What follows belongs to an exercise in optimizing a design on an open flow for small area and a short achievable clock period; a production flow would make more cautious choices.
Where RTL was checked, it was by simulation tests only, not by an equivalence proof against the original.
Power and IR drop assume default switching activity.

// mem_ecc_codec
module mem_ecc_codec (
    input  wire        clk,
    input  wire        rst_n,
    input  wire        in_valid,
    input  wire [1:0]  in_op,
    input  wire [63:0] in_data,
    input  wire [7:0]  in_check,
    output reg         out_valid,
    output wire [63:0] out_data,
    output wire [7:0]  out_check,
    output wire [1:0]  out_status,
    output wire [7:0]  out_syndrome,
    output wire [6:0]  out_pos
);
    localparam [511:0] HCOL = {
        8'h57,8'h4F,8'h3E,8'h3D,8'h3B,8'h37,8'h2F,8'h1F,8'hE0,8'hD0,8'hC8,8'hC4,8'hC2,8'hC1,8'hB0,8'hA8,
        8'hA4,8'hA2,8'hA1,8'h98,8'h94,8'h92,8'h91,8'h8C,8'h8A,8'h89,8'h86,8'h85,8'h83,8'h70,8'h68,8'h64,
        8'h62,8'h61,8'h58,8'h54,8'h52,8'h51,8'h4C,8'h4A,8'h49,8'h46,8'h45,8'h43,8'h38,8'h34,8'h32,8'h31,
        8'h2C,8'h2A,8'h29,8'h26,8'h25,8'h23,8'h1C,8'h1A,8'h19,8'h16,8'h15,8'h13,8'h0E,8'h0D,8'h0B,8'h07};
    function [3:0] mul_a;
        input [3:0] x;
        input [3:0] n;
        reg   [3:0] p;
        integer     i;
        begin
            p = x;
            for (i = 0; i < 15; i = i + 1)
                if (i < n) p = {p[2:0], 1'b0} ^ (p[3] ? 4'h3 : 4'h0);
            mul_a = p;
        end
    endfunction
    function [2:0] lg3;
        input [3:0] x;
        begin
            lg3[0] = (x == 4'h1) | (x == 4'h8) | (x == 4'hA) | (x == 4'hC) | (x == 4'hF);
            lg3[1] = (x == 4'h2) | (x == 4'h3) | (x == 4'h7) | (x == 4'hB) | (x == 4'hD);
            lg3[2] = (x == 4'h4) | (x == 4'h5) | (x == 4'h6) | (x == 4'h9) | (x == 4'hE);
        end
    endfunction
    function [4:0] lg5;
        input [3:0] x;
        begin
            lg5[0] = (x == 4'h1) | (x == 4'h6) | (x == 4'h7);
            lg5[1] = (x == 4'h2) | (x == 4'hC) | (x == 4'hE);
            lg5[2] = (x == 4'h4) | (x == 4'hB) | (x == 4'hF);
            lg5[3] = (x == 4'h5) | (x == 4'h8) | (x == 4'hD);
            lg5[4] = (x == 4'h3) | (x == 4'h9) | (x == 4'hA);
        end
  ...
For scale: roughly 870 cells after synthesis, about 85 flip-flops, roughly 0.0075 mm^2 of cells after synthesis.
export LEC_CHECK = 0
export CAP_MARGIN = 20
export CORE_MARGIN = 2
export CORE_UTILIZATION = 40
export SETUP_SLACK_MARGIN = 3.5
export SLEW_MARGIN = 20
create_clock -name core_clock -period 8.0 [get_ports {clk}]
standard.sh (not shown) runs the stock make flow with config.mk's settings and CLKGATE_MAP_FILE= SYNTH_SCRIPT=/design/flow/synth_recipe.tcl, a recipe that flattens the netlist after the stock synthesis.
==> flow/flow/run.sh <==
#!/bin/bash
# Standard layout, with plain buffers on the ports instead of the delay cells
# buffer_ports picks by default.
set -euo pipefail
bash standard.sh BUFFER_PORTS_ARGS="-buffer_cell sky130_fd_sc_hd__buf_1" finish > make_finish.log 2>&1
Then changed:
--- a/flow/design.v
+++ b/flow/design.v
@@ -45,12 +45,13 @@
             lg5[2] = (x == 4'h4) | (x == 4'hB) | (x == 4'hF);
             lg5[3] = (x == 4'h5) | (x == 4'h8) | (x == 4'hD);
             lg5[4] = (x == 4'h3) | (x == 4'h9) | (x == 4'hA);
         end
     endfunction
     wire       dec = in_op[0];
+    wire [7:0] cm  = in_check & {8{dec}};
     wire [7:0] hd;
     wire [3:0] sd0, sd1;
     wire xg0 = in_data[22] ^ in_data[28];
     wire xg1 = in_data[7] ^ in_data[19];
     wire xg2 = in_data[25] ^ xg0;
     wire xg3 = in_data[10] ^ in_data[14];
@@ -236,17 +237,17 @@
     assign sd0[2] = xg154;
     assign sd0[3] = xg157;
     assign sd1[0] = xg161;
     assign sd1[1] = xg165;
     assign sd1[2] = xg169;
     assign sd1[3] = xg172;
-    wire [7:0] hs = hd ^ in_check;
-    wire [3:0] s0 = sd0 ^ in_check[3:0] ^ in_check[7:4];
-    wire [3:0] s1 = sd1 ^ mul_a(in_check[3:0], 4'd8) ^ mul_a(in_check[7:4], 4'd9);
-    wire [3:0] x9 = mul_a(sd1, 4'd3) ^ mul_a(sd0, 4'd11);
-    wire [3:0] x8 = sd0 ^ x9;
+    wire [7:0] hs = hd ^ cm;
+    wire [3:0] s0 = sd0 ^ cm[3:0] ^ cm[7:4];
+    wire [3:0] s1 = sd1 ^ mul_a(cm[3:0], 4'd8) ^ mul_a(cm[7:4], 4'd9);
+    wire [3:0] x9 = mul_a(s1, 4'd3) ^ mul_a(s0, 4'd11);
+    wire [3:0] x8 = s0 ^ x9;
     wire [2:0] a0 = lg3(s0), a1 = lg3(s1);
     wire [4:0] b0 = lg5(s0), b1 = lg5(s1);
     reg        op1_q, dec_q, hdec_q, rdec_q;
     reg [63:0] d_q;
     reg [7:0]  c_q;
     reg [7:0]  t_q;
@@ -255,13 +256,13 @@
         else        out_valid <= in_valid;
         op1_q  <= in_op[1];
         dec_q  <= in_op[0];
         hdec_q <= in_op[1] & in_op[0];
         rdec_q <= ~in_op[1] & in_op[0];
         d_q    <= in_op[1] ? in_data : {16'h0, b1, b0, a1, a0, in_data[31:0]};
-        c_q    <= (in_op[1] | dec) ? in_check : {x9, x8};
+        c_q    <= dec ? in_check : {x9, x8};
         t_q    <= in_op[1] ? hs : {s1, s0};
     end
     reg [15:0] lo, hi;
     integer    v;
     always @* begin
         for (v = 0; v < 16; v = v + 1) begin
@@ -274,31 +275,29 @@
     generate for (g = 0; g < 64; g = g + 1) begin : g_hm
         assign hm[g] = lo[HCOL[8*g +: 4]] & hi[HCOL[8*g+4 +: 4]];
     end endgenerate
     wire [7:0] hcf = {hi[8] & lo[0], hi[4] & lo[0], hi[2] & lo[0], hi[1] & lo[0],
                       lo[8] & hi[0], lo[4] & hi[0], lo[2] & hi[0], lo[1] & hi[0]};
     reg [6:0] hps;
+    reg       hit;
     integer   k, i;
     always @* begin
         hps = 7'd0;
-        for (k = 0; k < 64; k = k + 1) if (hm[k]) hps = hps | k[6:0];
-        for (i = 0; i < 8; i = i + 1) if (hcf[i]) hps = hps | (7'd64 + i[6:0]);
+        hit = 1'b0;
+        for (k = 0; k < 64; k = k + 1)
+            if (t_q == HCOL[8*k +: 8]) begin
+                hps = k[6:0];
+                hit = 1'b1;
+            end
+        for (i = 0; i < 8; i = i + 1)
+            if (t_q == (8'h01 << i)) begin
+                hps = 7'd64 + i[6:0];
+                hit = 1'b1;
+            end
     end
-    function [4:0] wcls;   
-        input [3:0] x;
-        reg   [2:0] w;
-        begin
-            w    = x[0] + x[1] + x[2] + x[3];
-            wcls = 5'b00001 << w;
-        end
-    endfunction
-    wire [4:0] wl = wcls(t_q[3:0]);
-    wire [4:0] wh = wcls(t_q[7:4]);
-    wire hit = hdec_q & ((wl[0] & (wh[1] | wh[3])) | (wl[1] & (wh[0] | wh[2])) |
-                         (wl[2] & wh[1]) | (wl[3] & wh[0]) | (|hm[63:56]));
-    wire [1:0] hst = {hdec_q & (t_q != 8'h00) & ~hit, hit};
+    wire [1:0] hst = {hdec_q & (t_q != 8'h00) & ~hit, hdec_q & hit};
     wire [2:0] a0q = d_q[34:32], a1q = d_q[37:35];
     wire [4:0] b0q = d_q[42:38], b1q = d_q[47:43];
     reg  [2:0] jm3q;
     reg  [4:0] jm5q;
     integer    r, q;
     always @* begin
@@ -319,21 +318,19 @@
     wire [3:0] s0g = t_q[3:0] & {4{rdec_q}};
     reg [31:0] rfl;
     always @* begin
         for (k = 0; k < 8; k = k + 1) rfl[4*k +: 4] = s0g & {4{re[k]}};
     end
     wire [7:0] rcf = {s0g & {4{re[9]}}, s0g & {4{re[8]}}};
-    wire       rbad = (jm3q[1] & jm5q[0]) | (jm3q[2] & jm5q[1]) | (jm3q[0] & jm5q[2]) |
-                      (jm3q[1] & jm5q[3]) | (jm3q[2] & jm5q[4]);
-    wire       rhit = (|jm3q) & ~rbad;
+    wire       rhit = |re;
     wire [3:0] rps  = {re[8] | re[9], re[4] | re[5] | re[6] | re[7],
                        re[2] | re[3] | re[6] | re[7], re[1] | re[3] | re[5] | re[7] | re[9]};
     wire [1:0] rst  = {rdec_q & (t_q != 8'h00) & ~rhit, rdec_q & rhit};
     wire senc = op1_q & ~dec_q;
     assign out_data[31:0]  = d_q[31:0] ^ (hm[31:0] | rfl);
     assign out_data[47:32] = (d_q[47:32] ^ hm[47:32]) & {16{op1_q}};
     assign out_data[63:48] = d_q[63:48] ^ hm[63:48];
-    assign out_check       = c_q ^ (senc ? t_q : (hcf | rcf));
+    assign out_check       = senc ? t_q : (c_q ^ (hcf | rcf));
     assign out_status      = op1_q ? hst : rst;
     assign out_syndrome    = t_q & {8{dec_q}};
-    assign out_pos         = op1_q ? hps : {3'b000, rps & {4{rdec_q}}};
+    assign out_pos         = op1_q ? (hps & {7{hdec_q}}) : {3'b000, rps & {4{rdec_q}}};
 endmodule
Combinational power increases by 31%.
Area after synthesis increases by 5.5%.
Total power increases by 18%.
Final area increases by 5.8%.
Via count increases by 13%.
Non-clock buffer count increases by 11.
Core utilization increases by 0.48 points.
The RTL of the second run of this note was laid out without a check of its function.

==> static timing again, ports no longer ideal <==
No port has a modelled driver above. Below, the same layouts with a new extraction and two added sets of constraints. Step 1, drivers: a clkbuf_16 drives clk and a buf_2 each remaining input, both assumed. Step 2 also shifts input and output timing later by t, the mid clock arrival at the registers, as if the neighbouring blocks saw the same clock. Slacks: ideal ports / drivers / drivers and shift; pairs: ideal ports / drivers.
| run | shift t [ns] | slack for setup (ns) | latest minus earliest clock arrival (ns) | slew at the worst register clock pin (ns) | worst data-port slew with drivers (ns) |
|---|---|---|---|---|---|
| the first run | 0.380 | 3.470 / 3.433 / 3.396 | 0.008 / 0.009 | 0.06 / 0.06 | 0.03 |
| the second run | 0.380 | 3.630 / 3.591 / 3.458 | 0.012 / 0.011 | 0.07 / 0.07 | 0.03 |
After both steps setup and hold are still met in every run listed. For the second run, which loses most, drivers alone change the setup slack by -0.039 ns; drivers and shift together by -0.172 ns.
